Context: an optimization exercise on an open-source flow, tuned for small area, a short achievable clock period and few clock cycles per item. The choices shown serve that exercise and are no tape-out recipe.
Function was not checked in any run shown here: the RTL went through the layout flow alone.

==> design/flow/config.mk <==
export PLATFORM = sky130hd
export DESIGN_NAME = cz_quant
export DESIGN_NICKNAME = cz_quant
export VERILOG_FILES = /design/flow/design.v
export SDC_FILE = /design/flow/constraint.sdc
export NUM_CORES = 4
export LEC_CHECK = 0
export ABC_AREA = 1
export CAP_MARGIN = 20
export CORE_MARGIN = 2
export CORE_UTILIZATION = 60
export SLEW_MARGIN = 20
==> design/flow/constraint.sdc <==
create_clock -name core_clock -period 140.0 [get_ports {clk}]
set_input_delay 28.0000 -clock core_clock [delete_from_list [all_inputs] [get_ports {clk}]]
set_output_delay 28.0000 -clock core_clock [all_outputs]
set_load 0.01 [all_outputs]
==> design/flow/run.sh <==
#!/bin/bash
# synth_recipe.tcl (not shown) runs the flow's synth.tcl, then flattens the netlist and writes it again
# the make line also repeats each setting of config.mk as NAME=value (left out here)
make -C /OpenROAD-flow-scripts/flow DESIGN_CONFIG=/design/flow/config.mk WORK_HOME=/design/flow/orfs CLKGATE_MAP_FILE= SYNTH_SCRIPT=/design/flow/synth_recipe.tcl finish
==> design/flow/design.v <==
module cz_rca #(
    parameter N = 8
) (
    input  [N-1:0] a,
    input  [N-1:0] b,
    input          ci,
    output [N-1:0] s,
    output         co
);
    wire [N:0] c;
    assign c[0] = ci;
    genvar i;
    generate
        for (i = 0; i < N; i = i + 1) begin : g_bit
            assign s[i]   = a[i] ^ b[i] ^ c[i];
            assign c[i+1] = (a[i] & b[i]) | (c[i] & (a[i] ^ b[i]));
        end
    endgenerate
    assign co = c[N];
endmodule
module cz_por #(
    parameter N = 8
) (
    input  [N-1:0] x,
    output [N-1:0] p
);
    localparam L = (N <= 2) ? 1 : (N <= 4) ? 2 : (N <= 8) ? 3 : (N <= 16) ? 4 :
                   (N <= 32) ? 5 : (N <= 64) ? 6 : 7;
    wire [N*(L+1)-1:0] v;
    assign v[N-1:0] = x;
    genvar l, i;
    generate
        for (l = 0; l < L; l = l + 1) begin : g_lvl
            for (i = 0; i < N; i = i + 1) begin : g_bit
                if ((i >> l) & 1) begin : g_op
                    assign v[(l+1)*N+i] = v[l*N+i] | v[l*N+((i >> l) << l)-1];
                end else begin : g_pass
                    assign v[(l+1)*N+i] = v[l*N+i];
                end
            end
        end
    endgenerate
    assign p = v[L*N+N-1:L*N];
endmodule
module cz_rnd24 #(
    parameter N = 40
) (
    input  [N-1:0] x,
    output [N:0]   y
);
    wire [N-1:0] xr, tr;
    genvar k;
    generate
        for (k = 0; k < N; k = k + 1) begin : g_rev
            assign xr[k] = x[N-1-k];
        end
    endgenerate
    cz_por #(.N(N)) u_t (.x(xr), .p(tr));
    wire [N+25:0] t;
    assign t[N+25:N] = 26'd0;
    generate
        for (k = 0; k < N; k = k + 1) begin : g_t
            assign t[k] = tr[N-1-k];
        end
    endgenerate
    wire [N-1:0] keep = ~t[N+23:24];                
    wire [N-1:0] lsb  = t[N+22:23] & ~t[N+23:24];   
    wire [N-1:0] rnd  = t[N+23:24] & ~t[N+24:25];   
    wire [N-1:0] stk  = t[N+24:25];                 
    wire up = (|(x & rnd)) & ((|(x & stk)) | (|(x & lsb)));
    wire [N-1:0] z = x | ~keep;
    wire [N-1:0] zn;
    wire [N-1:0] pa;
    cz_por #(.N(N)) u_c (.x(~z), .p(zn));
    assign pa = ~zn;                                 
    wire [N-1:0] c = {pa[N-2:0], 1'b1} & keep & {N{up}};
    assign y[N-1:0] = (x & keep) ^ c;
    assign y[N]     = up & pa[N-1];
endmodule
module cz_mul #(
    parameter NA = 24,
    parameter NB = 16
) (
    input  [NA-1:0]    a,
    input  [NB-1:0]    b,
    input  [NA-1:0]    ex,       
    output [NA+NB-1:0] p
);
    wire [NA*NB-1:0] s;
    wire [NA*NB-1:0] c;
    assign s[NA-1:0] = (a & {NA{b[0]}}) ^ ex;
    assign c[NA-1:0] = (a & {NA{b[0]}}) & ex;
    assign p[0] = s[0];
    genvar i, j;
    generate
        for (j = 1; j < NB; j = j + 1) begin : g_row
            wire [NA-1:0] pp  = a & {NA{b[j]}};
            wire [NA-1:0] sin = {1'b0, s[(j-1)*NA+NA-1:(j-1)*NA+1]};
            wire [NA-1:0] cin = c[(j-1)*NA+NA-1:(j-1)*NA];
            for (i = 0; i < NA; i = i + 1) begin : g_col
                assign s[j*NA+i] = pp[i] ^ sin[i] ^ cin[i];
                assign c[j*NA+i] = (pp[i] & sin[i]) | (cin[i] & (pp[i] ^ sin[i]));
            end
            assign p[j] = s[j*NA];
        end
    endgenerate
    assign p[NA+NB-1:NB] = {1'b0, s[(NB-1)*NA+NA-1:(NB-1)*NA+1]} + c[(NB-1)*NA+NA-1:(NB-1)*NA];
endmodule
module cz_xstep (
    input  [30:0] d,
    input         ident,
    input         zero,        
    output [11:0] idx,
    output [23:0] op_a,
    output [7:0]  k
);
    wire [7:0]  e8 = d[30:23];
    wire [23:0] m  = {|e8, d[22:0]};
    reg [4:0] lz;
    integer n;
    always @* begin
        lz = 5'd0;
        for (n = 0; n < 24; n = n + 1)
            if (m[n]) lz = 5'd23 - n[4:0];
    end
    wire [23:0] mn = m << lz;
    wire [7:0]  eb = (e8 == 8'd0) ? 8'd1 : e8;
    wire [35:0] p;
    cz_rca #(.N(36)) u_p (.a({mn, 12'd0}), .b(~{12'd0, mn}), .ci(1'b1), .s(p), .co());
    wire        h    = p[35];
    wire [23:0] xraw = h ? p[35:12] : p[34:11];
    wire        rb   = h ? p[11] : p[10];
    wire        st   = h ? (|p[10:0]) : (|p[9:0]);
    wire        up   = rb & (st | xraw[0]);
    wire [24:0] xs;
    cz_rca #(.N(24)) u_xs (.a(xraw), .b(24'd0), .ci(up), .s(xs[23:0]), .co(xs[24]));
    wire        cy   = xs[24];
    wire [23:0] xm   = cy ? 24'h800000 : xs[23:0];
    wire [8:0]  gp;
    cz_rca #(.N(9)) u_gp (.a({1'b0, eb}), .b({7'd0, h & cy, h ^ cy}), .ci(1'b0), .s(gp), .co());
    wire [9:0]  g;
    cz_rca #(.N(10)) u_g (.a({1'b0, gp}), .b(~{5'd0, lz}), .ci(1'b1), .s(g), .co());
    wire [9:0]  shw;                         
    cz_rca #(.N(10)) u_sh (.a(g), .b(~10'd116), .ci(1'b1), .s(shw), .co());
    wire        xge1 = !shw[9];
    wire [3:0]  sh   = xge1 ? shw[3:0] : 4'd0;
    wire [34:0] xf   = {11'd0, xm} << sh;
    wire [7:0]  kt;                          
    cz_rca #(.N(8)) u_kt (.a(8'd116), .b(~g[7:0]), .ci(1'b1), .s(kt), .co());
    assign idx  = xge1 ? xf[34:23] : 12'd0;
    assign op_a = zero ? 24'd0 : ident ? m : (xge1 ? {1'b0, xf[22:0]} : xm);
    assign k    = ident ? {1'b0, ~eb[6:0]} : (xge1 ? 8'd0 : kt);
endmodule
module cz_mstep (
    input  [15:0] t0,
    input  [15:0] t1,
    input  [23:0] op_a,
    input         ident,
    output [39:0] r,
    output        sgn
);
    wire [16:0] d10 = {1'b0, t1} - {1'b0, t0};
    wire        ge  = !d10[16];
    wire [15:0] b   = ident ? 16'hffff : (d10[15:0] ^ {16{!ge}});
    wire [23:0] ex  = op_a & {24{!ident && !ge}};
    wire [39:0] pm;
    cz_mul #(.NA(24), .NB(16)) u_mul (.a(op_a), .b(b), .ex(ex), .p(pm));
    wire [40:0] rr;
    cz_rnd24 #(.N(40)) u_rnd (.x(pm), .y(rr));
    assign r   = rr[39:0];
    assign sgn = !ident && !ge;
endmodule
module cz_astep (
    input  [39:0] r,
    input         sgn,
    input  [15:0] t0,
    input  [7:0]  k,
    output [44:0] q,
    output        tiny,
    output [7:0]  ue
);
    wire [44:0] rs = {r, 5'd0};
    wire [45*7-1:0] sv;
    wire [6:0]      st;
    assign sv[44:0] = rs;
    assign st[0]    = 1'b0;
    genvar j;
    generate
        for (j = 0; j < 6; j = j + 1) begin : g_sh
            wire [44:0] cur = sv[j*45+44:j*45];
            assign sv[(j+1)*45+44:(j+1)*45] = k[j] ? (cur >> (1 << j)) : cur;
            assign st[j+1] = st[j] | (k[j] & (|cur[(1 << j)-1:0]));
        end
    endgenerate
    wire        big = |k[7:6];
    wire [44:0] a   = big ? 45'd0 : sv[6*45+44:6*45];
    wire        stk = big ? (|r) : st[6];
    wire [28:0] l29 = {a[27:0], stk};
    wire [28:0] lp;
    cz_por #(.N(29)) u_lo (.x(l29), .p(lp));
    wire [29:0] lo = {lp, 1'b0};
    wire [28:0] ln = l29 ^ ({29{sgn}} & lo[28:0]);
    wire [15:0] u = t0 + (a[43:28] ^ {16{sgn}}) + {15'd0, sgn & !lo[29]};
    wire [44:0] vx = {u, ln};
    wire [45:0] y;
    cz_rnd24 #(.N(45)) u_rnd (.x(vx), .y(y));
    assign tiny = (t0 == 16'd0) && stk;
    assign q    = tiny ? rs : y[44:0];
    assign ue   = tiny ? (8'd142 - k) : 8'd141;
endmodule
module cz_ostep (
    input  [44:0] q,
    input  [7:0]  ue,
    input         tiny,
    input  [3:0]  wc,      
    input  [4:0]  tau5,    
    output [31:0] yf,
    output [15:0] code
);
    reg [5:0] lzc;
    integer n;
    always @* begin
        lzc = 6'd45;
        for (n = 0; n < 45; n = n + 1)
            if (q[n]) lzc = 6'd44 - n[5:0];
    end
    wire [5:0]  sh  = ({2'b00, lzc} <= ue) ? lzc : ue[5:0];
    wire [44:0] z   = q << sh;
    wire [7:0]  ex  = z[44] ? (ue + 8'd1 - {2'b00, lzc}) : 8'd0;
    assign yf = {1'b0, ex, z[43:21]};
    wire [43:0] yq = q[44:1];
    wire [4:0]  w  = {1'b0, wc} + 5'd8;
    wire [59:0] ys = {8'd0, yq, 8'd0} << wc;
    wire [59:0] am;
    cz_rca #(.N(60)) u_am (.a(ys), .b(~{16'd0, yq}), .ci(1'b1), .s(am), .co());
    wire [36:0] ap = am[59:23];            
    wire [21:0] s1;
    cz_rca #(.N(21)) u_s1 (.a(ap[36:16]), .b({5'd0, ap[15:0]}), .ci(1'b0), .s(s1[20:0]), .co(s1[21]));
    wire        c2;
    wire [15:0] s2_unused;
    cz_rca #(.N(16)) u_s2 (.a(s1[15:0]), .b({10'd0, s1[21:16]}), .ci(1'b1), .s(s2_unused), .co(c2));
    wire [6:0]  f  = {1'b0, s1[21:16]} + {6'd0, c2};
    wire [20:0] t3 = {14'd0, f} + {16'd0, tau5};
    wire [20:0] sm;
    wire        smc;
    cz_rca #(.N(21)) u_sm (.a(ap[36:16]), .b(t3), .ci(1'b0), .s(sm), .co(smc));
    wire [16:0] craw = {smc, sm[20:5]};
    wire [16:0] top  = (17'd1 << w) - 17'd1;
    wire        ovf  = |(craw & ~top);
    assign code = tiny ? 16'd0 : (ovf ? top[15:0] : craw[15:0]);
endmodule
module cz_quant (
    input             clk,
    input             rst,           
    input             in_valid,
    output            in_ready,
    input      [31:0] in_d,          
    input             in_ident,      
    input       [2:0] in_table,      
    input       [4:0] in_width,      
    input       [2:0] in_dither,     
    input      [15:0] in_fn,         
    input       [2:0] in_word,       
    input      [19:0] in_entry,      
    input             in_zero,       
    output     [14:0] tbl_addr,      
    input      [15:0] tbl_data0,     
    input      [15:0] tbl_data1,     
    output reg        out_valid,
    input             out_ready,
    output reg [15:0] out_word,
    output reg [31:0] out_y          
);
    reg  sk_valid;
    reg  adv;            
    reg  rdy;            
    assign in_ready = rdy;
    localparam IW = 54;
    wire [IW-1:0] in_item = {in_d[30:0], in_ident, in_table, in_width[4], in_width[2:0],
                             in_dither, in_fn[3:0], in_word, in_entry[3:0], in_zero};
    reg           s1_valid;
    reg  [IW-1:0] s1_item;
    always @(posedge clk) begin
        if (rst)
            s1_valid <= 1'b0;
        else if (adv)
            s1_valid <= in_valid && rdy;
        if (adv)
            s1_item <= in_item;
    end
    wire [30:0] s1_d     = s1_item[53:23];
    wire        s1_ident = s1_item[22];
    wire  [2:0] s1_table = s1_item[21:19];
    wire  [3:0] s1_wc    = s1_item[18:15];
    wire  [2:0] s1_dith  = s1_item[14:12];
    wire  [3:0] s1_fn    = s1_item[11:8];
    wire  [2:0] s1_word  = s1_item[7:5];
    wire  [3:0] s1_entry = s1_item[4:1];
    wire        s1_zero  = s1_item[0];
    wire [11:0] x_idx;
    wire [23:0] x_opa;
    wire  [7:0] x_k;
    cz_xstep u_x (.d(s1_d), .ident(s1_ident), .zero(s1_zero), .idx(x_idx), .op_a(x_opa), .k(x_k));
    wire [3:0] v = s1_fn + {s1_word, 1'b0} + {1'b0, s1_word} + {s1_entry[1:0], 2'b00} + s1_entry;
    reg  [4:0] tau5;
    always @* begin
        case (s1_dith)
            3'd0:    tau5 = 5'b10000;
            3'd1:    tau5 = {v[0], 4'b1000};
            3'd2:    tau5 = {v[0], v[1], 3'b100};
            3'd3:    tau5 = {v[0], v[1], v[2], 2'b10};
            default: tau5 = {v[0], v[1], v[2], v[3], 1'b1};
        endcase
    end
    reg        s2_valid, s2_ident;
    reg  [2:0] s2_table;
    reg [11:0] s2_idx;
    reg [23:0] s2_opa;
    reg  [7:0] s2_k;
    reg  [3:0] s2_wc;
    reg  [4:0] s2_tau;
    always @(posedge clk) begin
        if (rst)
            s2_valid <= 1'b0;
        else if (adv)
            s2_valid <= s1_valid;
        if (adv) begin
            s2_ident <= s1_ident || s1_zero;
            s2_table <= s1_table;
            s2_idx   <= x_idx;
            s2_opa   <= x_opa;
            s2_k     <= x_k;
            s2_wc    <= s1_wc;
            s2_tau   <= tau5;
        end
    end
    assign tbl_addr = {s2_table, s2_idx};
    reg        s3_valid, s3_ident;
    reg [15:0] s3_t0, s3_t1;
    reg [23:0] s3_opa;
    reg  [7:0] s3_k;
    reg  [3:0] s3_wc;
    reg  [4:0] s3_tau;
    always @(posedge clk) begin
        if (rst)
            s3_valid <= 1'b0;
        else if (adv)
            s3_valid <= s2_valid;
        if (adv) begin
            s3_ident <= s2_ident;
            s3_t0    <= tbl_data0;
            s3_t1    <= tbl_data1;
            s3_opa   <= s2_opa;
            s3_k     <= s2_k;
            s3_wc    <= s2_wc;
            s3_tau   <= s2_tau;
        end
    end
    wire [39:0] m_r;
    wire        m_sgn;
    cz_mstep u_m (.t0(s3_t0), .t1(s3_t1), .op_a(s3_opa), .ident(s3_ident), .r(m_r), .sgn(m_sgn));
    wire [44:0] a_q;
    wire        a_tiny;
    wire  [7:0] a_ue;
    wire [15:0] m_t0 = s3_ident ? 16'd0 : s3_t0;
    cz_astep u_a (.r(m_r), .sgn(m_sgn), .t0(m_t0), .k(s3_k), .q(a_q), .tiny(a_tiny), .ue(a_ue));
    reg        s5_valid, s5_tiny;
    reg [44:0] s5_q;
    reg  [7:0] s5_ue;
    reg  [3:0] s5_wc;
    reg  [4:0] s5_tau;
    always @(posedge clk) begin
        if (rst)
            s5_valid <= 1'b0;
        else if (adv)
            s5_valid <= s3_valid;
        if (adv) begin
            s5_tiny <= a_tiny;
            s5_q    <= a_q;
            s5_ue   <= a_ue;
            s5_wc   <= s3_wc;
            s5_tau  <= s3_tau;
        end
    end
    wire [31:0] o_y;
    wire [15:0] o_code;
    cz_ostep u_o (.q(s5_q), .ue(s5_ue), .tiny(s5_tiny), .wc(s5_wc), .tau5(s5_tau),
                  .yf(o_y), .code(o_code));
    wire [15:0] w_word = o_code;
    wire [31:0] w_y    = o_y;
    wire        w_valid = adv && s5_valid;      
    wire        out_free = !out_valid || out_ready;
    wire        pend = sk_valid || w_valid;        
    wire        hold = out_valid && pend;          
    reg  [15:0] sk_word;
    reg  [31:0] sk_y;
    always @(posedge clk) begin
        if (rst) begin
            out_valid <= 1'b0;
            sk_valid  <= 1'b0;
            adv       <= 1'b1;
            rdy       <= 1'b0;
        end else begin
            out_valid <= pend || (out_valid && !out_ready);
            sk_valid  <= hold && !out_ready;
            adv       <= !hold || out_ready;
            rdy       <= !hold || out_ready;
        end
        if (out_free) begin
            out_word <= sk_valid ? sk_word : w_word;
            out_y    <= sk_valid ? sk_y : w_y;
        end
        if (!sk_valid) begin
            sk_word <= w_word;
            sk_y    <= w_y;
        end
    end
endmodule
==> results of run 1 <==
-- logic make-up (layout without fill, tap and decap cells) --
family | after synthesis | in the layout | share of synthesized area
adder cells (fa/ha/maj) | 654 | 654 | 0.2414
flip-flops | 352 | 352 | 0.2142
other | 2 | 4 | 0.0001607
buffers and inverters | 1331 | 1286 | 0.1101
XOR/XNOR | 75 | 75 | 0.01446
AO/OA/AOI/OAI | 794 | 794 | 0.09420
multiplexers | 56 | 56 | 0.01202
AND/OR/NAND/NOR | 3439 | 3439 | 0.3135
-- final cells by class --
cell class	instances	share of cell area
inverter	1016	0.07639
sequential	352	0.2006
tap	1040	0.02606
timing repair buffer	197	0.03799
multi-input combinational	5022	0.6335
clock inverter	19	0.003358
clock buffer	54	0.02215
-- metal layers --
metal  routed length [um]  vias to the layer above  global-route usage
met5                    0                        -                   0
met4                 9271                        0              0.2007
met3                 8276                      427             0.03937
met2                71090                     1601              0.6226
met1                54220                    20710              0.4196
li1                     -                    21250                   -
-- synth_stat cells (all sizes together), types with 10 or more instances --
master	count	area, um^2
ha	241	3015
o21bai	10	75.07
edfxtp	296	8889
mux2i	55	550.5
buf	81	455.4
xor2	58	526.8
o21ai	501	2519
fa	413	8268
clkbuf	234	878.3
nand4	104	749.5
inv	1002	3761
o211ai	41	312.8
nand2	2069	7849
nor2	510	2058
dfxtp	56	1121
a21o	12	90.09
a31oi	24	150.1
nor3	47	245.2
nor4	18	112.6
o31ai	13	97.59
o21a	22	165.2
nand3b	11	82.58
nand3	639	3291
xnor2	17	148.9
a21oi	119	595.6
o22ai	21	131.4
or2	26	162.6
clkinv	14	52.55
-- flip-flops by register name, summed over array words and instances, names as in the netlist, 3 cells and up --
register	cells
s5_wc	4
s5_q	45
s3_k	8
sk_word	16
s2_k	8
sk_y	32
s2_idx	12
s2_wc	4
s3_t1	16
s2_table	3
s5_ue	8
s3_wc	4
out_word	16
s3_tau	5
s5_tau	5
s3_t0	16
s3_opa	24
out_y	32
s2_opa	24
s1_item	54
s2_tau	5
-- path summary, 6_finish.rpt --
| check | startpoint | depth (start not counted) | endpoint | slack, ns |
|---|---|---|---|---|
| hold / removal | s3_tau[0] | 0 | s5_tau[0] | 0.41 |
| setup / recovery | out_word[11] | 1 | out_word[11] | 110.51 |
| hold reg to reg | s3_tau[0] | 0 | s5_tau[0] | 0.41 |
| setup reg to reg | s3_t0[0] | 111 | s5_q[5] | 113.77 |
-- layout by cell type (no fill, tap or decap), types with 91 or more instances in the layout --
master,netlist,final
nand2_1,2042,2040
inv_1,984,984
nand3_1,622,622
o21ai_0,481,480
nor2_1,480,478
fa_1,413,413
edfxtp_1,296,296
ha_1,241,241
clkdlybuf4s50_1,0,154
a21oi_1,119,119
nand4_1,91,91
-- through the flow --
stage	setup WS (ns)	hold slack [ns]	utilization
after detailed placement	110.44	0.4045	0.6287
after CTS	110.48	0.4148	0.6452
after global placement	110.48	0.4003	0.6287
final	110.51	0.4138	0.6456
after floorplan	110.49	0.4003	-
after global routing	110.46	0.4209	0.6456
==> out/results.ini, run 1 <==
[status]
outcome = complete, no violations

[detailed_routing]
num_vias = 43980
drt_pass1_iterations = 9
drtIter0Drc = 4060
via_per_inst = 5.712
drcViolationCount = 0
ant_nets = 0
routed_wl_um = 142900
wl_per_cell_um = 18.55

[cts]
clock_sink_count = 352
cts_tree = yes
root_buffer = clkbuf_16
htree_levels = 2
clockBufferDepth = 3
ctsHoldBuffers = 0
clkTransAtPathRegs_ns = 0.06
cts_buffers = 41
cts_setup_buffers = 0
clkLatencyLatePin_ns = 0.59
cts_resized = 0

[synthesis]
syn_area_um2 = 46740
synth_edf_count = 296
ys_async_sr_fraction = 0
avgSynthCellArea_um2 = 6.973
yosys_warnings = 3
ys_types = 67
ys_seq_elements = 352
yosysSeqAreaShare = 0.2142
synth_flop_cell = edfxtp_1
postSynthCellCount = 6703

[layout]
finalNetCount = 7404
num_antenna_cells = 0
fillers = 7063
regArea_um2 = 10010
drive_above_1_share = 0.03754
multiInputGateArea_um2 = 31630
fin_cells = 7700
final_cell_area_um2 = 49930
synthToLayoutAreaGrowth_pct = 6.821

[placement]
postPlaceCellArea_um2 = 48620
gp_congestion = 1.040
dp.cells = 7626
portBuffers = 154
dp_hpwl_um = 115200

[hold_path]
hp-class = flop to flop

[timing]
setup_viol = 0
slew_violations = 0
rsz0062_at_grt = no
tightest_slew_ns = 1.052
fmax_mhz = 33.91
tns_ns = 0
period_needed_ns = 29.49
finalClockSkew_ns = 0.04274
slew_headroom = 0.2966
final_hold_viol_count = 0
min_period_over_period = 0.2107

[worst_setup_path]
crit_required_ns = 112.00
path_cells = clkdlybuf4s50_1
critPathKind = flop to output port
crit_path_top_delay_cell = clkdlybuf4s50_1
cp_num_buf_inv = 1
crit_family = buffers and inverters
cp_data_arrival_time_ns = 1.49
cpPeakStageDelay_ns = 0.57
worst-path-max-fanout = 1
cp-end-kind = output port
startpoint_type = flop

[global_routing]
grt_pass1_wl_um = 225400
antenna_found_initial = 0
grtUsageTotal = 0.3533
grt_max_degree = 197
overflow = 0
grt_pass1_vias = 41900

[die]
coreArea_um2 = 77340
initial_core_util = 0.6043
rows = 102
die_area_um2 = 80150
die_h_um = 283.1
io_pins = 185
die_x_um = 283.1

[flow_run]
drv_cap = 0

==> run 2: changes to the inputs <==
--- a/design/flow/design.v
+++ b/design/flow/design.v
@@ -277,5 +277,16 @@
     assign in_ready = rdy;
-    localparam IW = 54;
+    wire [3:0] in_v = in_fn[3:0] + {in_word, 1'b0} + {1'b0, in_word} + {in_entry[1:0], 2'b00} + in_entry[3:0];
+    reg  [4:0] in_tau;
+    always @* begin
+        case (in_dither)
+            3'd0:    in_tau = 5'b10000;
+            3'd1:    in_tau = {in_v[0], 4'b1000};
+            3'd2:    in_tau = {in_v[0], in_v[1], 3'b100};
+            3'd3:    in_tau = {in_v[0], in_v[1], in_v[2], 2'b10};
+            default: in_tau = {in_v[0], in_v[1], in_v[2], in_v[3], 1'b1};
+        endcase
+    end
+    localparam IW = 45;
     wire [IW-1:0] in_item = {in_d[30:0], in_ident, in_table, in_width[4], in_width[2:0],
-                             in_dither, in_fn[3:0], in_word, in_entry[3:0], in_zero};
+                             in_tau, in_zero};
     reg           s1_valid;
@@ -290,10 +301,7 @@
     end
-    wire [30:0] s1_d     = s1_item[53:23];
-    wire        s1_ident = s1_item[22];
-    wire  [2:0] s1_table = s1_item[21:19];
-    wire  [3:0] s1_wc    = s1_item[18:15];
-    wire  [2:0] s1_dith  = s1_item[14:12];
-    wire  [3:0] s1_fn    = s1_item[11:8];
-    wire  [2:0] s1_word  = s1_item[7:5];
-    wire  [3:0] s1_entry = s1_item[4:1];
+    wire [30:0] s1_d     = s1_item[44:14];
+    wire        s1_ident = s1_item[13];
+    wire  [2:0] s1_table = s1_item[12:10];
+    wire  [3:0] s1_wc    = s1_item[9:6];
+    wire  [4:0] tau5     = s1_item[5:1];
     wire        s1_zero  = s1_item[0];
@@ -303,13 +311,2 @@
     cz_xstep u_x (.d(s1_d), .ident(s1_ident), .zero(s1_zero), .idx(x_idx), .op_a(x_opa), .k(x_k));
-    wire [3:0] v = s1_fn + {s1_word, 1'b0} + {1'b0, s1_word} + {s1_entry[1:0], 2'b00} + s1_entry;
-    reg  [4:0] tau5;
-    always @* begin
-        case (s1_dith)
-            3'd0:    tau5 = 5'b10000;
-            3'd1:    tau5 = {v[0], 4'b1000};
-            3'd2:    tau5 = {v[0], v[1], 3'b100};
-            3'd3:    tau5 = {v[0], v[1], v[2], 2'b10};
-            default: tau5 = {v[0], v[1], v[2], v[3], 1'b1};
-        endcase
-    end
     reg        s2_valid, s2_ident;
@@ -392,4 +389,2 @@
     wire        out_free = !out_valid || out_ready;
-    wire        pend = sk_valid || w_valid;        
-    wire        hold = out_valid && pend;          
     reg  [15:0] sk_word;
@@ -403,6 +398,7 @@
         end else begin
-            out_valid <= pend || (out_valid && !out_ready);
-            sk_valid  <= hold && !out_ready;
-            adv       <= !hold || out_ready;
-            rdy       <= !hold || out_ready;
+            if (out_free)
+                out_valid <= sk_valid || w_valid;
+            sk_valid <= !out_free && (sk_valid || w_valid);
+            adv      <= !(!out_free && (sk_valid || w_valid));
+            rdy      <= !(!out_free && (sk_valid || w_valid));
         end
--- a/design/flow/config.mk
+++ b/design/flow/config.mk
@@ -10,3 +10,3 @@
 export CORE_MARGIN = 2
-export CORE_UTILIZATION = 60
+export CORE_UTILIZATION = 40
 export SLEW_MARGIN = 20
==> run 2 against run 1 <==
Global-route usage shrank 9.9 points. Sequential share of layout area shrank 0.70 points. Synthesized cell count shrank 0.72%. Critical path depth grew 6.
==> out/results.ini, run 2 <==
[synthesis]
yosysMostFrequentCell = nand2_1  ; unchanged
yosysSeqAreaShare = 0.2104  ; was 0.2142
ys_seq_elements = 343  ; was 352
synth.area.top_cells = edfxtp_1 19%, fa_1 18%, nand2_1 16%, inv_1 8.2%, ha_1 6.5%  ; was edfxtp_1 19%, fa_1 18%, nand2_1 16%, inv_1 7.9%, nand3_1 6.7%
yosysTopAreaCell = edfxtp_1  ; unchanged
syn_area_um2 = 46300  ; was 46740 um^2
yosys-top-cells-count = 1989 x nand2_1, 1010 x inv_1, 571 x nand3_1  ; was 2042 x nand2_1, 984 x inv_1, 622 x nand3_1
ys_async_sr_fraction = 0  ; unchanged
avgSynthCellArea_um2 = 6.957  ; was 6.973 um^2
synth_flop_cell = edfxtp_1  ; unchanged
synth_edf_count = 287  ; was 296
yosys_warnings = 3  ; unchanged
synth_top_area_frac = 0.1861  ; was 0.1902
ys_types = 69  ; was 67
postSynthCellCount = 6655  ; was 6703

[layout]
final_cell_area_um2 = 50340  ; was 49930 um^2
finalNetCount = 7366  ; was 7404
fin_cells = 8137  ; was 7700
drive_above_1_share = 0.04045  ; was 0.03754
num_antenna_cells = 0  ; unchanged
synthToLayoutAreaGrowth_pct = 8.737  ; was 6.821%
final_cell_mix = 1987 x nand2_1, 1009 x inv_1, 571 x nand3_1  ; was 2040 x nand2_1, 984 x inv_1, 622 x nand3_1
fillers = 11890  ; was 7063
utilization = 0.4397  ; was 0.6456
top_regs = s1_item (45), s5_q (45)  ; was s1_item (54), s5_q (45)
final_common_cell = nand2_1  ; unchanged

[global_routing]
grt_max_degree = 89  ; was 197
grtUsageTotal = 0.2541  ; was 0.3533
grt_pass1_vias = 41110  ; was 41900
grt_pass1_wl_um = 234100  ; was 225400 um
antenna_found_initial = 0  ; unchanged
overflow = 0  ; unchanged

[hold_path]
hp-class = flop to flop  ; unchanged
hold_depth = 0  ; unchanged
hold_start = s3_tau[2]  ; was s3_tau[0]

[detailed_routing]
via_per_inst = 5.251  ; was 5.712
drcViolationCount = 0  ; unchanged
num_vias = 42730  ; was 43980
drtIter0Drc = 3623  ; was 4060
wl_per_cell_um = 18.48  ; was 18.55 um
routed_wl_um = 150400  ; was 142900 um
ant_nets = 0  ; unchanged
drt_pass1_iterations = 9  ; unchanged

[die]
die_area_um2 = 118500  ; was 80150 um^2
coreArea_um2 = 114500  ; was 77340 um^2
io_pins = 185  ; unchanged
rows = 124  ; was 102
die_x_um = 344.2  ; was 283.1 um
die_h_um = 344.2  ; was 283.1 um
initial_core_util = 0.4044  ; was 0.6043

[worst_setup_path]
startpoint_type = primary input  ; was flop
startpoint = in_word[1]  ; was out_word[11]
worst-r2r-cell-count = 118  ; was 111
critPathKind = primary input to flop  ; was flop to output port
reg2reg_from = s3_t0[0]  ; unchanged
cp_data_arrival_time_ns = 30.31  ; was 1.49 ns
regToRegSetupSlack_ns = 112.58  ; was 113.77 ns
cpPeakStageDelay_ns = 0.52  ; was 0.57 ns
crit_path_top_delay_cell = clkdlybuf4s50_1  ; unchanged
crit_required_ns = 140.37  ; was 112.00 ns
worst-path-max-fanout = 2  ; was 1
crit_top_cell = fa_1
cp-endpoint = s1_item[2]  ; was out_word[11]
reg2reg_to = s5_q[8]  ; was s5_q[5]
path_cells = clkdlybuf4s50_1 > fa_1 > fa_1 > fa_1 > xnor2_1 > xnor2_1 > a211oi_1  ; was clkdlybuf4s50_1
cp-end-kind = flop  ; was output port

[flow_run]
drv_cap = 0  ; unchanged

[timing]
period_needed_ns = 29.94  ; was 29.49 ns
final_hold_viol_count = 0  ; unchanged
tns_ns = 0  ; unchanged
fmax_mhz = 33.40  ; was 33.91 MHz
slew_headroom = 0.2395  ; was 0.2966
finalClockSkew_ns = 0.04763  ; was 0.04274 ns
rsz0062_at_grt = no  ; unchanged
whs_ns = 0.4144  ; was 0.4138 ns
min_period_over_period = 0.2138  ; was 0.2107
tightest_slew_ns = 1.137  ; was 1.052 ns
setup_viol = 0  ; unchanged
slew_violations = 0  ; unchanged

[cts]
clkTransAtPathRegs_ns = 0.06  ; about the same
root_buffer = clkbuf_16  ; unchanged
htree_levels = 2  ; unchanged
cts_buffers = 41  ; unchanged
cts_resized = 0  ; unchanged
clkLatencyLatePin_ns = 0.63  ; was 0.59 ns
clockBufferDepth = 3  ; unchanged
ctsHoldBuffers = 0  ; unchanged
cts_setup_buffers = 0  ; unchanged
cts_tree = yes  ; unchanged
clock_sink_count = 343  ; was 352

[placement]
portBuffers = 154  ; unchanged
dp_hpwl_um = 123400  ; was 115200 um
postPlaceCellArea_um2 = 48900  ; was 48620 um^2
dp.cells = 8061  ; was 7626
gp_congestion = 0.9843  ; was 1.040

[status]
outcome = complete, no violations  ; unchanged

## run 2: metal layers
| layer | global-route usage | routed length (um) |
|---|---|---|
| met5 | 0 | 0 |
| met1 | 0.3263 | 63100 |
| met2 | 0.4278 | 70720 |
| met3 | 0.02447 | 7943 |
| met4 | 0.1267 | 8588 |
## run 2: kinds of logic after synthesis
kind of cell,count (synthesis),share of synthesized area
xor gates and xnor gates,74,0.01416
buffers and inverters,1362,0.1128
adders and majority gates,654,0.2437
other,2,0.0001622
muxes,59,0.01276
and+or+nand+nor,3355,0.3094
DFF,343,0.2104
AOI/OAI and AO/OA,806,0.09672
## run 2: worst min path at each step
stage / end / slack [ns]
after floorplan: s2_table[0] / 0.40
after global placement: s3_opa[6] / 0.40
after detailed placement: s2_tau[2] / 0.40
after CTS: s5_tau[2] / 0.42
after global routing: s3_opa[18] / 0.42
final: s5_tau[2] / 0.41
## run 2: metrics by stage
stage | worst slack [ns]
floorplan | 109.96
global placement | 109.42
detailed placement | 109.41
CTS | 110.09
global route | 109.94
finish | 110.06
## run 2: layout make-up
class / count / area, um^2 / area share
repair buffers: 210 / 1962 / 0.03897
clock buffers: 49 / 1086 / 0.02157
multi-input cells: 4952 / 31390 / 0.6236
inverters: 1044 / 3920 / 0.07787
well taps: 1512 / 1892 / 0.03758
flip-flops and latches: 343 / 9744 / 0.1936
clock inverters: 27 / 346.6 / 0.006884
## run 2: critical path, delay by kind of cell
| family | cells | cell delay (ns) |
|---|---|---|
| buffers and inverters | 1 | 0.52 |
| adders and majority gates | 3 | 1.37 |
| xor gates and xnor gates | 2 | 0.33 |
| AOI/OAI and AO/OA | 1 | 0.09 |
==> run 3: changes to the inputs <==
--- a/design/flow/design.v
+++ b/design/flow/design.v
@@ -26,4 +26,3 @@
 );
-    localparam L = (N <= 2) ? 1 : (N <= 4) ? 2 : (N <= 8) ? 3 : (N <= 16) ? 4 :
-                   (N <= 32) ? 5 : (N <= 64) ? 6 : 7;
+    localparam L = $clog2(N);
     wire [N*(L+1)-1:0] v;
@@ -85,3 +84,2 @@
     input  [NB-1:0]    b,
-    input  [NA-1:0]    ex,       
     output [NA+NB-1:0] p
@@ -90,4 +88,4 @@
     wire [NA*NB-1:0] c;
-    assign s[NA-1:0] = (a & {NA{b[0]}}) ^ ex;
-    assign c[NA-1:0] = (a & {NA{b[0]}}) & ex;
+    assign s[NA-1:0] = a & {NA{b[0]}};
+    assign c[NA-1:0] = {NA{1'b0}};
     assign p[0] = s[0];
@@ -111,3 +109,2 @@
     input         ident,
-    input         zero,        
     output [11:0] idx,
@@ -134,20 +131,15 @@
     wire        up   = rb & (st | xraw[0]);
-    wire [24:0] xs;
-    cz_rca #(.N(24)) u_xs (.a(xraw), .b(24'd0), .ci(up), .s(xs[23:0]), .co(xs[24]));
+    wire [24:0] xs   = {1'b0, xraw} + {24'd0, up};
     wire        cy   = xs[24];
     wire [23:0] xm   = cy ? 24'h800000 : xs[23:0];
-    wire [8:0]  gp;
-    cz_rca #(.N(9)) u_gp (.a({1'b0, eb}), .b({7'd0, h & cy, h ^ cy}), .ci(1'b0), .s(gp), .co());
-    wire [9:0]  g;
-    cz_rca #(.N(10)) u_g (.a({1'b0, gp}), .b(~{5'd0, lz}), .ci(1'b1), .s(g), .co());
-    wire [9:0]  shw;                         
-    cz_rca #(.N(10)) u_sh (.a(g), .b(~10'd116), .ci(1'b1), .s(shw), .co());
-    wire        xge1 = !shw[9];
+    wire signed [9:0] g = $signed({2'b00, eb}) + $signed({9'd0, h}) + $signed({9'd0, cy})
+                          - $signed({5'd0, lz});
+    wire        xge1 = (g >= 10'sd116);
+    wire [9:0]  shw  = g - 10'sd116;
     wire [3:0]  sh   = xge1 ? shw[3:0] : 4'd0;
     wire [34:0] xf   = {11'd0, xm} << sh;
-    wire [7:0]  kt;                          
-    cz_rca #(.N(8)) u_kt (.a(8'd116), .b(~g[7:0]), .ci(1'b1), .s(kt), .co());
+    wire [9:0]  kt   = 10'sd116 - g;
     assign idx  = xge1 ? xf[34:23] : 12'd0;
-    assign op_a = zero ? 24'd0 : ident ? m : (xge1 ? {1'b0, xf[22:0]} : xm);
-    assign k    = ident ? {1'b0, ~eb[6:0]} : (xge1 ? 8'd0 : kt);
+    assign op_a = ident ? m : (xge1 ? {1'b0, xf[22:0]} : xm);
+    assign k    = ident ? (8'd127 - eb) : (xge1 ? 8'd0 : kt[7:0]);
 endmodule
@@ -162,7 +154,8 @@
     wire [16:0] d10 = {1'b0, t1} - {1'b0, t0};
+    wire [15:0] d01 = t0 - t1;
     wire        ge  = !d10[16];
-    wire [15:0] b   = ident ? 16'hffff : (d10[15:0] ^ {16{!ge}});
-    wire [23:0] ex  = op_a & {24{!ident && !ge}};
+    wire [15:0] mag = ge ? d10[15:0] : d01;
+    wire [15:0] b   = ident ? 16'hffff : mag;
     wire [39:0] pm;
-    cz_mul #(.NA(24), .NB(16)) u_mul (.a(op_a), .b(b), .ex(ex), .p(pm));
+    cz_mul #(.NA(24), .NB(16)) u_mul (.a(op_a), .b(b), .p(pm));
     wire [40:0] rr;
@@ -181,18 +174,6 @@
 );
-    wire [44:0] rs = {r, 5'd0};
-    wire [45*7-1:0] sv;
-    wire [6:0]      st;
-    assign sv[44:0] = rs;
-    assign st[0]    = 1'b0;
-    genvar j;
-    generate
-        for (j = 0; j < 6; j = j + 1) begin : g_sh
-            wire [44:0] cur = sv[j*45+44:j*45];
-            assign sv[(j+1)*45+44:(j+1)*45] = k[j] ? (cur >> (1 << j)) : cur;
-            assign st[j+1] = st[j] | (k[j] & (|cur[(1 << j)-1:0]));
-        end
-    endgenerate
-    wire        big = |k[7:6];
-    wire [44:0] a   = big ? 45'd0 : sv[6*45+44:6*45];
-    wire        stk = big ? (|r) : st[6];
+    wire [44:0] rs   = {r, 5'd0};
+    wire [44:0] a    = rs >> k;
+    wire [44:0] lowm = ~({45{1'b1}} << k);
+    wire        stk  = |(rs & lowm);
     wire [28:0] l29 = {a[27:0], stk};
@@ -226,3 +207,3 @@
     end
-    wire [5:0]  sh  = ({2'b00, lzc} <= ue) ? lzc : ue[5:0];
+    wire [7:0]  sh  = ({2'b00, lzc} <= ue) ? {2'b00, lzc} : ue;
     wire [44:0] z   = q << sh;
@@ -232,3 +213,3 @@
     wire [4:0]  w  = {1'b0, wc} + 5'd8;
-    wire [59:0] ys = {8'd0, yq, 8'd0} << wc;
+    wire [59:0] ys = {16'd0, yq} << w;
     wire [59:0] am;
@@ -274,19 +255,7 @@
     reg  sk_valid;
-    reg  adv;            
-    reg  rdy;            
-    assign in_ready = rdy;
-    wire [3:0] in_v = in_fn[3:0] + {in_word, 1'b0} + {1'b0, in_word} + {in_entry[1:0], 2'b00} + in_entry[3:0];
-    reg  [4:0] in_tau;
-    always @* begin
-        case (in_dither)
-            3'd0:    in_tau = 5'b10000;
-            3'd1:    in_tau = {in_v[0], 4'b1000};
-            3'd2:    in_tau = {in_v[0], in_v[1], 3'b100};
-            3'd3:    in_tau = {in_v[0], in_v[1], in_v[2], 2'b10};
-            default: in_tau = {in_v[0], in_v[1], in_v[2], in_v[3], 1'b1};
-        endcase
-    end
-    localparam IW = 45;
+    wire adv = !sk_valid;
+    assign in_ready = adv;
+    localparam IW = 54;
     wire [IW-1:0] in_item = {in_d[30:0], in_ident, in_table, in_width[4], in_width[2:0],
-                             in_tau, in_zero};
+                             in_dither, in_fn[3:0], in_word, in_entry[3:0], in_zero};
     reg           s1_valid;
@@ -297,3 +266,3 @@
         else if (adv)
-            s1_valid <= in_valid && rdy;
+            s1_valid <= in_valid;
         if (adv)
@@ -301,7 +270,10 @@
     end
-    wire [30:0] s1_d     = s1_item[44:14];
-    wire        s1_ident = s1_item[13];
-    wire  [2:0] s1_table = s1_item[12:10];
-    wire  [3:0] s1_wc    = s1_item[9:6];
-    wire  [4:0] tau5     = s1_item[5:1];
+    wire [30:0] s1_d     = s1_item[53:23];
+    wire        s1_ident = s1_item[22];
+    wire  [2:0] s1_table = s1_item[21:19];
+    wire  [3:0] s1_wc    = s1_item[18:15];
+    wire  [2:0] s1_dith  = s1_item[14:12];
+    wire  [3:0] s1_fn    = s1_item[11:8];
+    wire  [2:0] s1_word  = s1_item[7:5];
+    wire  [3:0] s1_entry = s1_item[4:1];
     wire        s1_zero  = s1_item[0];
@@ -310,4 +282,15 @@
     wire  [7:0] x_k;
-    cz_xstep u_x (.d(s1_d), .ident(s1_ident), .zero(s1_zero), .idx(x_idx), .op_a(x_opa), .k(x_k));
-    reg        s2_valid, s2_ident;
+    cz_xstep u_x (.d(s1_d), .ident(s1_ident), .idx(x_idx), .op_a(x_opa), .k(x_k));
+    wire [3:0] v = s1_fn + {s1_word, 1'b0} + {1'b0, s1_word} + {s1_entry[1:0], 2'b00} + s1_entry;
+    reg  [4:0] tau5;
+    always @* begin
+        case (s1_dith)
+            3'd0:    tau5 = 5'b10000;
+            3'd1:    tau5 = {v[0], 4'b1000};
+            3'd2:    tau5 = {v[0], v[1], 3'b100};
+            3'd3:    tau5 = {v[0], v[1], v[2], 2'b10};
+            default: tau5 = {v[0], v[1], v[2], v[3], 1'b1};
+        endcase
+    end
+    reg        s2_valid, s2_ident, s2_zero;
     reg  [2:0] s2_table;
@@ -324,3 +307,4 @@
         if (adv) begin
-            s2_ident <= s1_ident || s1_zero;
+            s2_ident <= s1_ident;
+            s2_zero  <= s1_zero;
             s2_table <= s1_table;
@@ -334,3 +318,3 @@
     assign tbl_addr = {s2_table, s2_idx};
-    reg        s3_valid, s3_ident;
+    reg        s3_valid, s3_ident, s3_zero;
     reg [15:0] s3_t0, s3_t1;
@@ -347,2 +331,3 @@
             s3_ident <= s2_ident;
+            s3_zero  <= s2_zero;
             s3_t0    <= tbl_data0;
@@ -363,3 +348,3 @@
     cz_astep u_a (.r(m_r), .sgn(m_sgn), .t0(m_t0), .k(s3_k), .q(a_q), .tiny(a_tiny), .ue(a_ue));
-    reg        s5_valid, s5_tiny;
+    reg        s5_valid, s5_tiny, s5_zero;
     reg [44:0] s5_q;
@@ -375,2 +360,3 @@
             s5_tiny <= a_tiny;
+            s5_zero <= s3_zero;
             s5_q    <= a_q;
@@ -385,4 +371,4 @@
                   .yf(o_y), .code(o_code));
-    wire [15:0] w_word = o_code;
-    wire [31:0] w_y    = o_y;
+    wire [15:0] w_word = s5_zero ? 16'd0 : o_code;
+    wire [31:0] w_y    = s5_zero ? 32'd0 : o_y;
     wire        w_valid = adv && s5_valid;      
@@ -395,4 +381,2 @@
             sk_valid  <= 1'b0;
-            adv       <= 1'b1;
-            rdy       <= 1'b0;
         end else begin
@@ -401,4 +385,2 @@
             sk_valid <= !out_free && (sk_valid || w_valid);
-            adv      <= !(!out_free && (sk_valid || w_valid));
-            rdy      <= !(!out_free && (sk_valid || w_valid));
         end
==> run 3 against run 2 <==
Via count is 5.2% higher. Area after synthesis is 2.2% higher. Register-to-register slack better by 3.0 ns. Count of clock-buffer cells in the layout is 4 higher. Fmax is 0.13% higher. Critical endpoint is now in_ready. Highest routed layer is now met5.
==> out/results.ini, run 3 <==
[status]
outcome = complete, no violations  ; unchanged

[hold_path]
hold_depth = 0  ; unchanged
hold-path-endpoint = s3_opa[2]  ; was s5_tau[2]
hold_start = s2_opa[2]  ; was s3_tau[2]
hp-class = flop to flop  ; unchanged

[timing]
fin_ws_ns = 110.10  ; was 110.06 ns
tightest_slew_ns = 1.012  ; was 1.137 ns
fmax_mhz = 33.45  ; was 33.40 MHz
period_needed_ns = 29.90  ; was 29.94 ns
finalClockSkew_ns = 0.07761  ; was 0.04763 ns
min_period_over_period = 0.2136  ; was 0.2138
rsz0062_at_grt = no  ; unchanged
slew_headroom = 0.3229  ; was 0.2395
slew_violations = 0  ; unchanged
setup_viol = 0  ; unchanged
final_hold_viol_count = 0  ; unchanged
tns_ns = 0  ; unchanged

[synthesis]
yosysSeqAreaShare = 0.2126  ; was 0.2104
ys_seq_elements = 353  ; was 343
synth.area.top_cells = edfxtp_1 19%, nand2_1 16%, fa_1 16%, inv_1 8.1%, nand3_1 7.0%  ; was edfxtp_1 19%, fa_1 18%, nand2_1 16%, inv_1 8.2%, ha_1 6.5%
yosysTopAreaCell = edfxtp_1  ; unchanged
syn_area_um2 = 47310  ; was 46300 um^2
synth_top_area_frac = 0.1898  ; was 0.1861
synth_flop_cell = edfxtp_1  ; unchanged
avgSynthCellArea_um2 = 6.811  ; was 6.957 um^2
yosys-top-cells-count = 2066 x nand2_1, 1022 x inv_1, 660 x nand3_1  ; was 1989 x nand2_1, 1010 x inv_1, 571 x nand3_1
ys_types = 67  ; was 69
ys_async_sr_fraction = 0  ; unchanged
yosysMostFrequentCell = nand2_1  ; unchanged
yosys_warnings = 3  ; unchanged
synth_edf_count = 299  ; was 287
postSynthCellCount = 6947  ; was 6655

[die]
die_h_um = 347.9  ; was 344.2 um
coreArea_um2 = 117800  ; was 114500 um^2
initial_core_util = 0.4018  ; was 0.4044
io_pins = 185  ; unchanged
die_area_um2 = 121000  ; was 118500 um^2
die_x_um = 347.9  ; was 344.2 um
rows = 126  ; was 124

[detailed_routing]
drcViolationCount = 0  ; unchanged
dr_wl_met3_um = 9993  ; was 7943 um
drt-met1-wl_um = 68030  ; was 63100 um
dr_wl_met2_um = 74560  ; was 70720 um
drt_pass1_iterations = 6  ; was 9
ant_nets = 0  ; unchanged
via_per_inst = 5.302  ; was 5.251
top_layer_used = met5  ; was met4
num_vias = 44930  ; was 42730
drtIter0Drc = 4236  ; was 3623
wl_per_cell_um = 18.57  ; was 18.48 um
routed_wl_um = 157400  ; was 150400 um

[layout]
num_antenna_cells = 0  ; unchanged
drive_above_1_share = 0.04568  ; was 0.04045
largest_reg_flops = 54
synthToLayoutAreaGrowth_pct = 8.640  ; was 8.737%
final_cell_mix = 2064 x nand2_1, 1020 x inv_1, 659 x nand3_1  ; was 1987 x nand2_1, 1009 x inv_1, 571 x nand3_1
top_regs = s1_item (54), s5_q (45)  ; was s1_item (45), s5_q (45)
max_flop_register = s1_item
final_common_cell = nand2_1  ; unchanged
fillers = 12330  ; was 11890
finalNetCount = 7638  ; was 7366

[global_routing]
antenna_found_initial = 6  ; was 0
grt_pass1_wl_um = 248600  ; was 234100 um
grt_pass1_vias = 43530  ; was 41110
grtUsageTotal = 0.2604  ; was 0.2541
overflow = 0  ; unchanged
grt_max_degree = 91  ; was 89

[worst_setup_path]
reg2reg_from = s5_wc[1]  ; was s3_t0[0]
crit_required_ns = 112.00  ; was 140.37 ns
worst-r2r-cell-count = 101  ; was 118
cp-end-kind = output port  ; was flop
critPathKind = flop to output port  ; was primary input to flop
startpoint_type = flop  ; was primary input
worst-path-max-fanout = 61  ; was 2
cp_data_arrival_time_ns = 1.90  ; was 30.31 ns
regToRegSetupSlack_ns = 115.53  ; was 112.58 ns
reg2reg_to = out_word[12]  ; was s5_q[8]

[cts]
clkLatencyLatePin_ns = 0.65  ; was 0.63 ns
htree_levels = 2  ; unchanged
cts_setup_buffers = 0  ; unchanged
clockBufferDepth = 3  ; unchanged
clkTransAtPathRegs_ns = 0.06  ; about the same
cts_resized = 0  ; unchanged
ctsHoldBuffers = 0  ; unchanged
cts_tree = yes  ; unchanged
cts_buffers = 42  ; was 41
clock_sink_count = 353  ; was 343
root_buffer = clkbuf_16  ; unchanged

[flow_run]
drv_cap = 0  ; unchanged

[placement]
dp_slack_ns = 110.50  ; was 109.41 ns
gp_congestion = 0.9765  ; was 0.9843
dp_hpwl_um = 128100  ; was 123400 um
portBuffers = 154  ; unchanged

## run 3: cells by family after synthesis
| family | synth area share |
|---|---|
| simple gates | 0.3224 |
| flops | 0.2126 |
| fa+ha+maj | 0.2233 |
| xor+xnor | 0.01531 |
| mux | 0.01015 |
| other cells | 0.0001587 |
| compound gates | 0.1023 |
| buf+inv | 0.1138 |
## run 3: layout make-up
type | count | area, um^2 | share of cell area
Multi-Input combinational cell | 5209 | 31990 | 0.6225
Sequential cell | 353 | 10060 | 0.1957
Inverter | 1083 | 4073 | 0.07923
Timing Repair Buffer | 217 | 2014 | 0.03919
Tap cell | 1536 | 1922 | 0.03739
Clock buffer | 53 | 1102 | 0.02145
Clock inverter | 24 | 234.0 | 0.004552
## run 3: worst max path at each step
stage | from | end | slack [ns] | cells after the start
2_1_floorplan | sk_valid | in_ready | 106.59 | 2
3_3_place_gp | out_ready | out_word[15] | 110.50 | 4
3_5_place_dp | out_ready | out_word[15] | 110.50 | 4
4_1_cts | sk_valid | in_ready | 110.05 | 2
5_1_grt | sk_valid | in_ready | 109.99 | 2
6_report | sk_valid | in_ready | 110.10 | 2
## run 3: through the flow
stage / hold slack (ns) / cell area, um^2 / cells / util
floorplan: 0.4003 / 47340 / 6955 / -
global placement: 0.4003 / 50040 / 8398 / 0.4249
detailed placement: 0.4052 / 50040 / 8398 / 0.4249
CTS: 0.4173 / 51380 / 8475 / 0.4363
global route: 0.4231 / 51400 / 8475 / 0.4365
finish: 0.4165 / 51400 / 8475 / 0.4365
## run 3: critical path, stage by stage (launching register included)
cell and delay [ns]:
dfxtp_2 0.35, inv_8 0.34, clkdlybuf4s50_1 0.63
## run 3: routing by layer
layer	GRT usage	vias up
met5	0	-
met4	0.07483	8
met3	0.03633	212
met2	0.4424	1322
met1	0.3447	21300
li1	-	22090
==> run 4: changes to the inputs <==
--- a/design/flow/design.v
+++ b/design/flow/design.v
@@ -20,25 +20,2 @@
 endmodule
-module cz_por #(
-    parameter N = 8
-) (
-    input  [N-1:0] x,
-    output [N-1:0] p
-);
-    localparam L = $clog2(N);
-    wire [N*(L+1)-1:0] v;
-    assign v[N-1:0] = x;
-    genvar l, i;
-    generate
-        for (l = 0; l < L; l = l + 1) begin : g_lvl
-            for (i = 0; i < N; i = i + 1) begin : g_bit
-                if ((i >> l) & 1) begin : g_op
-                    assign v[(l+1)*N+i] = v[l*N+i] | v[l*N+((i >> l) << l)-1];
-                end else begin : g_pass
-                    assign v[(l+1)*N+i] = v[l*N+i];
-                end
-            end
-        end
-    endgenerate
-    assign p = v[L*N+N-1:L*N];
-endmodule
 module cz_rnd24 #(
@@ -49,15 +26,8 @@
 );
-    wire [N-1:0] xr, tr;
-    genvar k;
-    generate
-        for (k = 0; k < N; k = k + 1) begin : g_rev
-            assign xr[k] = x[N-1-k];
-        end
-    endgenerate
-    cz_por #(.N(N)) u_t (.x(xr), .p(tr));
     wire [N+25:0] t;
     assign t[N+25:N] = 26'd0;
+    genvar k;
     generate
-        for (k = 0; k < N; k = k + 1) begin : g_t
-            assign t[k] = tr[N-1-k];
+        for (k = N - 1; k >= 0; k = k - 1) begin : g_t
+            assign t[k] = t[k+1] | x[k];
         end
@@ -69,10 +39,16 @@
     wire up = (|(x & rnd)) & ((|(x & stk)) | (|(x & lsb)));
-    wire [N-1:0] z = x | ~keep;
-    wire [N-1:0] zn;
-    wire [N-1:0] pa;
-    cz_por #(.N(N)) u_c (.x(~z), .p(zn));
-    assign pa = ~zn;                                 
-    wire [N-1:0] c = {pa[N-2:0], 1'b1} & keep & {N{up}};
-    assign y[N-1:0] = (x & keep) ^ c;
-    assign y[N]     = up & pa[N-1];
+    wire [N-1:0] xk = x & keep;
+    wire [N:0] c;
+    assign c[0] = up & lsb[0];
+    generate
+        for (k = 0; k < N; k = k + 1) begin : g_inc
+            assign y[k]   = xk[k] ^ c[k];
+            if (k + 1 < N) begin : g_c
+                assign c[k+1] = (up & lsb[k+1]) | (c[k] & xk[k]);
+            end else begin : g_last
+                assign c[k+1] = c[k] & xk[k];
+            end
+        end
+    endgenerate
+    assign y[N] = c[N];
 endmodule
@@ -104,3 +80,9 @@
     endgenerate
-    assign p[NA+NB-1:NB] = {1'b0, s[(NB-1)*NA+NA-1:(NB-1)*NA+1]} + c[(NB-1)*NA+NA-1:(NB-1)*NA];
+    cz_rca #(.N(NA)) u_fin (
+        .a  ({1'b0, s[(NB-1)*NA+NA-1:(NB-1)*NA+1]}),
+        .b  (c[(NB-1)*NA+NA-1:(NB-1)*NA]),
+        .ci (1'b0),
+        .s  (p[NA+NB-1:NB]),
+        .co ()
+    );
 endmodule
@@ -153,6 +135,7 @@
 );
-    wire [16:0] d10 = {1'b0, t1} - {1'b0, t0};
-    wire [15:0] d01 = t0 - t1;
-    wire        ge  = !d10[16];
-    wire [15:0] mag = ge ? d10[15:0] : d01;
+    wire [15:0] d10, d01;
+    wire        ge;
+    cz_rca #(.N(16)) u_s10 (.a(t1), .b(~t0), .ci(1'b1), .s(d10), .co(ge));
+    cz_rca #(.N(16)) u_s01 (.a(t0), .b(~t1), .ci(1'b1), .s(d01), .co());
+    wire [15:0] mag = ge ? d10 : d01;
     wire [15:0] b   = ident ? 16'hffff : mag;
@@ -179,7 +162,13 @@
     wire [28:0] l29 = {a[27:0], stk};
-    wire [28:0] lp;
-    cz_por #(.N(29)) u_lo (.x(l29), .p(lp));
-    wire [29:0] lo = {lp, 1'b0};
+    wire [29:0] lo;
+    assign lo[0] = 1'b0;
+    genvar i;
+    generate
+        for (i = 0; i < 29; i = i + 1) begin : g_lo
+            assign lo[i+1] = lo[i] | l29[i];
+        end
+    endgenerate
     wire [28:0] ln = l29 ^ ({29{sgn}} & lo[28:0]);
-    wire [15:0] u = t0 + (a[43:28] ^ {16{sgn}}) + {15'd0, sgn & !lo[29]};
+    wire [15:0] u;
+    cz_rca #(.N(16)) u_hi (.a(t0), .b(a[43:28] ^ {16{sgn}}), .ci(sgn & !lo[29]), .s(u), .co());
     wire [44:0] vx = {u, ln};
@@ -254,5 +243,3 @@
 );
-    reg  sk_valid;
-    wire adv = !sk_valid;
-    assign in_ready = adv;
+    wire adv = !out_valid || out_ready;
     localparam IW = 54;
@@ -260,11 +247,22 @@
                              in_dither, in_fn[3:0], in_word, in_entry[3:0], in_zero};
+    reg           sk_valid;
+    reg  [IW-1:0] sk_item;
     reg           s1_valid;
     reg  [IW-1:0] s1_item;
+    assign in_ready = !sk_valid;
     always @(posedge clk) begin
         if (rst)
+            sk_valid <= 1'b0;
+        else if (adv)
+            sk_valid <= 1'b0;
+        else if (in_valid)
+            sk_valid <= 1'b1;
+        if (!sk_valid)
+            sk_item <= in_item;
+        if (rst)
             s1_valid <= 1'b0;
         else if (adv)
-            s1_valid <= in_valid;
+            s1_valid <= sk_valid || in_valid;
         if (adv)
-            s1_item <= in_item;
+            s1_item <= sk_valid ? sk_item : in_item;
     end
@@ -343,2 +341,23 @@
     cz_mstep u_m (.t0(s3_t0), .t1(s3_t1), .op_a(s3_opa), .ident(s3_ident), .r(m_r), .sgn(m_sgn));
+    reg        s4_valid, s4_sgn, s4_zero;
+    reg [39:0] s4_r;
+    reg [15:0] s4_t0;
+    reg  [7:0] s4_k;
+    reg  [3:0] s4_wc;
+    reg  [4:0] s4_tau;
+    always @(posedge clk) begin
+        if (rst)
+            s4_valid <= 1'b0;
+        else if (adv)
+            s4_valid <= s3_valid;
+        if (adv) begin
+            s4_sgn  <= m_sgn;
+            s4_zero <= s3_zero;
+            s4_r    <= m_r;
+            s4_t0   <= s3_ident ? 16'd0 : s3_t0;
+            s4_k    <= s3_k;
+            s4_wc   <= s3_wc;
+            s4_tau  <= s3_tau;
+        end
+    end
     wire [44:0] a_q;
@@ -346,4 +365,3 @@
     wire  [7:0] a_ue;
-    wire [15:0] m_t0 = s3_ident ? 16'd0 : s3_t0;
-    cz_astep u_a (.r(m_r), .sgn(m_sgn), .t0(m_t0), .k(s3_k), .q(a_q), .tiny(a_tiny), .ue(a_ue));
+    cz_astep u_a (.r(s4_r), .sgn(s4_sgn), .t0(s4_t0), .k(s4_k), .q(a_q), .tiny(a_tiny), .ue(a_ue));
     reg        s5_valid, s5_tiny, s5_zero;
@@ -357,10 +375,10 @@
         else if (adv)
-            s5_valid <= s3_valid;
+            s5_valid <= s4_valid;
         if (adv) begin
             s5_tiny <= a_tiny;
-            s5_zero <= s3_zero;
+            s5_zero <= s4_zero;
             s5_q    <= a_q;
             s5_ue   <= a_ue;
-            s5_wc   <= s3_wc;
-            s5_tau  <= s3_tau;
+            s5_wc   <= s4_wc;
+            s5_tau  <= s4_tau;
         end
@@ -371,24 +389,10 @@
                   .yf(o_y), .code(o_code));
-    wire [15:0] w_word = s5_zero ? 16'd0 : o_code;
-    wire [31:0] w_y    = s5_zero ? 32'd0 : o_y;
-    wire        w_valid = adv && s5_valid;      
-    wire        out_free = !out_valid || out_ready;
-    reg  [15:0] sk_word;
-    reg  [31:0] sk_y;
     always @(posedge clk) begin
-        if (rst) begin
+        if (rst)
             out_valid <= 1'b0;
-            sk_valid  <= 1'b0;
-        end else begin
-            if (out_free)
-                out_valid <= sk_valid || w_valid;
-            sk_valid <= !out_free && (sk_valid || w_valid);
-        end
-        if (out_free) begin
-            out_word <= sk_valid ? sk_word : w_word;
-            out_y    <= sk_valid ? sk_y : w_y;
-        end
-        if (!sk_valid) begin
-            sk_word <= w_word;
-            sk_y    <= w_y;
+        else if (adv)
+            out_valid <= s5_valid;
+        if (adv) begin
+            out_word <= s5_zero ? 16'd0 : o_code;
+            out_y    <= s5_zero ? 32'd0 : o_y;
         end
--- a/design/flow/config.mk
+++ b/design/flow/config.mk
@@ -7,3 +7,2 @@
 export LEC_CHECK = 0
-export ABC_AREA = 1
 export CAP_MARGIN = 20
==> run 4 against run 3 <==
Still clean on timing, DRC and antenna. Final area grew 0.25%. Core utilization up 0.70 points. Final cell count is 26% lower. First-iteration DRC count shrank 3.3%. Via count decreased by 16%. Sequential share of layout area increased by 4.5 points. Worst hold slack lost 0.0069 ns. Critical path depth increased by 126. Setup slack got worse by 8.2 ns. Highest routed layer is now met4.
==> out/results.ini, run 4 <==
[hold_path]
hp-class = flop to flop  ; unchanged
hold_depth = 0  ; unchanged

[placement]
portBuffers = 153  ; was 154
gp_congestion = 0.9970  ; was 0.9765
dp_slack_ns = 102.00  ; was 110.50 ns
dp.cells = 6142  ; was 8398
dp_hpwl_um = 119100  ; was 128100 um

[flow_run]
drv_cap = 0  ; unchanged

[cts]
cts_buffers = 49  ; was 42
clock_sink_count = 434  ; was 353
ctsHoldBuffers = 0  ; unchanged
clockBufferDepth = 3  ; unchanged
root_buffer = clkbuf_16  ; unchanged
clkLatencyLatePin_ns = 0.65  ; about the same
htree_levels = 2  ; unchanged
clkTransAtPathRegs_ns = 0.06  ; about the same
cts_tree = yes  ; unchanged
cts_setup_buffers = 0  ; unchanged

[layout]
final_common_cell = fa_1  ; was nand2_1
final_cell_mix = 448 x fa_1, 373 x edfxtp_1, 340 x nor2b_1  ; was 2064 x nand2_1, 1020 x inv_1, 659 x nand3_1
finalNetCount = 5479  ; was 7638
utilization = 0.4434  ; was 0.4365
synthToLayoutAreaGrowth_pct = 9.824  ; was 8.640%
fin_cells = 6234  ; was 8475
top_regs = s1_item (54), sk_item (54), s5_q (45)  ; was s1_item (54), s5_q (45)

[synthesis]
synth.area.top_cells = edfxtp_1 24%, fa_1 19%, ha_1 6.5%, mux2i_1 5.1%, nor2b_1 4.5%  ; was edfxtp_1 19%, nand2_1 16%, fa_1 16%, inv_1 8.1%, nand3_1 7.0%
ys_seq_elements = 434  ; was 353
ys_async_sr_fraction = 0  ; unchanged
syn_area_um2 = 46920  ; was 47310 um^2
yosys_warnings = 3  ; unchanged
yosys-top-cells-count = 448 x fa_1, 373 x edfxtp_1, 342 x nor2_1  ; was 2066 x nand2_1, 1022 x inv_1, 660 x nand3_1
avgSynthCellArea_um2 = 10.06  ; was 6.811 um^2
postSynthCellCount = 4666  ; was 6947
ys_types = 110  ; was 67
synth_flop_cell = edfxtp_1  ; unchanged

[status]
outcome = complete, no violations  ; unchanged

[die]
io_pins = 185  ; unchanged
rows = 125  ; was 126
die_h_um = 346.5  ; was 347.9 um
die_x_um = 346.5  ; was 347.9 um
initial_core_util = 0.4038  ; was 0.4018
die_area_um2 = 120100  ; was 121000 um^2

[detailed_routing]
num_vias = 37800  ; was 44930
drcViolationCount = 0  ; unchanged
ant_nets = 0  ; unchanged
drtIter0Drc = 4097  ; was 4236
routed_wl_um = 154600  ; was 157400 um
wl_per_cell_um = 24.80  ; was 18.57 um
via_per_inst = 6.063  ; was 5.302

[worst_setup_path]
critPathKind = flop to flop  ; was flop to output port
startpoint_type = flop  ; unchanged
worst-path-max-fanout = 23  ; was 61
cp-end-kind = flop  ; was output port
cp_data_arrival_time_ns = 38.48  ; was 1.90 ns
crit_path_top_delay_cell = fa_1  ; was clkdlybuf4s50_1

[global_routing]
overflow = 0  ; unchanged
grtUsageTotal = 0.2539  ; was 0.2604
grt_pass1_wl_um = 235200  ; was 248600 um
grt_max_degree = 182  ; was 91
antenna_found_initial = 2  ; was 6

[timing]
tightest_slew_ns = 1.199  ; was 1.012 ns
setup_viol = 0  ; unchanged
slew_headroom = 0.2004  ; was 0.3229
final_hold_viol_count = 0  ; unchanged
period_needed_ns = 38.08  ; was 29.90 ns
fin_ws_ns = 101.92  ; was 110.10 ns
fmax_mhz = 26.26  ; was 33.45 MHz
rsz0062_at_grt = no  ; unchanged
finalClockSkew_ns = 0.04055  ; was 0.07761 ns

==> run 4: routing by layer <==
layer	vias to the layer above	part of all wire	GRT usage	wire length, um
li1	16870	-	-	-
met1	18930	0.43	0.3552	66680
met2	1699	0.45	0.3958	69710
met3	306	0.078	0.04093	12020
met4	0	0.040	0.09447	6163
met5	-	0	0	0
==> run 4: worst paths after layout <==
check | from | end | slack, ns
worst max-delay path | s3_t0[0] | s4_r[39] | 101.92
worst min-delay path | s3_k[0] | s4_k[0] | 0.41
worst max register to register | s3_t0[0] | s4_r[39] | 101.92
worst min register to register | s3_k[0] | s4_k[0] | 0.41
==> run 4: cell families after synthesis <==
group | count (synthesis) | synth area share
multiplexers | 430 | 0.1094
buffers and inverters | 528 | 0.04448
other | 2 | 0.0001601
flip-flops | 434 | 0.2648
adder cells (fa/ha/maj) | 691 | 0.2559
XOR/XNOR | 99 | 0.01893
AO/OA/AOI/OAI | 986 | 0.1435
AND/OR/NAND/NOR | 1496 | 0.1628
==> run 4: stage by stage <==
step | instance area [um^2] | hold WS (ns)
2_1_floorplan | 46950 | 0.4003
3_3_place_gp | 49890 | 0.4004
3_5_place_dp | 49900 | 0.4045
4_1_cts | 51510 | 0.4165
5_1_grt | 51530 | 0.4213
6_report | 51530 | 0.4096
==> run 4: worst max-delay path: cells and delay by family, from the launching register on <==
family,cells,cell delay (ns)
AOI/OAI and AO/OA,18,3.54
DFF,1,0.38
xor gates and xnor gates,1,0.12
adders and majority gates,92,29.32
and+or+nand+nor,11,3.11
muxes,1,0.36
buffers and inverters,5,0.97
==> run 4: layout make-up <==
cell class | instances | area, um^2
fill | 11070 | 64680
multi-input combinational | 3713 | 32540
sequential | 434 | 12420
timing repair buffer | 232 | 2137
tap | 1524 | 1907
clock buffer | 62 | 1295
inverter | 239 | 904.6
clock inverter | 29 | 317.8
antenna | 1 | 2.502

-- separate check: timing with driven ports --
The results above use ideal ports. As a check the final layouts listed here were re-extracted and re-timed, cells and wires unchanged.
Step 1 (the two cells are an assumption about what drives the block):
set clk [get_ports {clk}]
set_driving_cell -lib_cell sky130_fd_sc_hd__clkbuf_16 $clk
set_driving_cell -lib_cell sky130_fd_sc_hd__buf_2 [delete_from_list [all_inputs] $clk]
Step 2, shift: input delay + t, output delay - t, t = (earliest + latest rising clock arrival at the registers) / 2. This alone moves slack from input paths to output paths.
Three values: ideal, step 1, step 2; two values: the first two.
run	t (ns)	slack for setup (ns)	worst slew at a driven data input, ns
run 1	0.643	110.508 / 110.437 / 110.435	0.05
run 2	0.678	110.063 / 110.108 / 109.430	0.08
run 3	0.688	110.100 / 110.025 / 110.468	0.07
run 4	0.699	101.917 / 101.917 / 101.917	0.07
After both steps setup and hold are still met in every run listed. The setup slack of run 2, which loses most, moves by +0.045 ns with the drivers and by -0.633 ns with both steps.
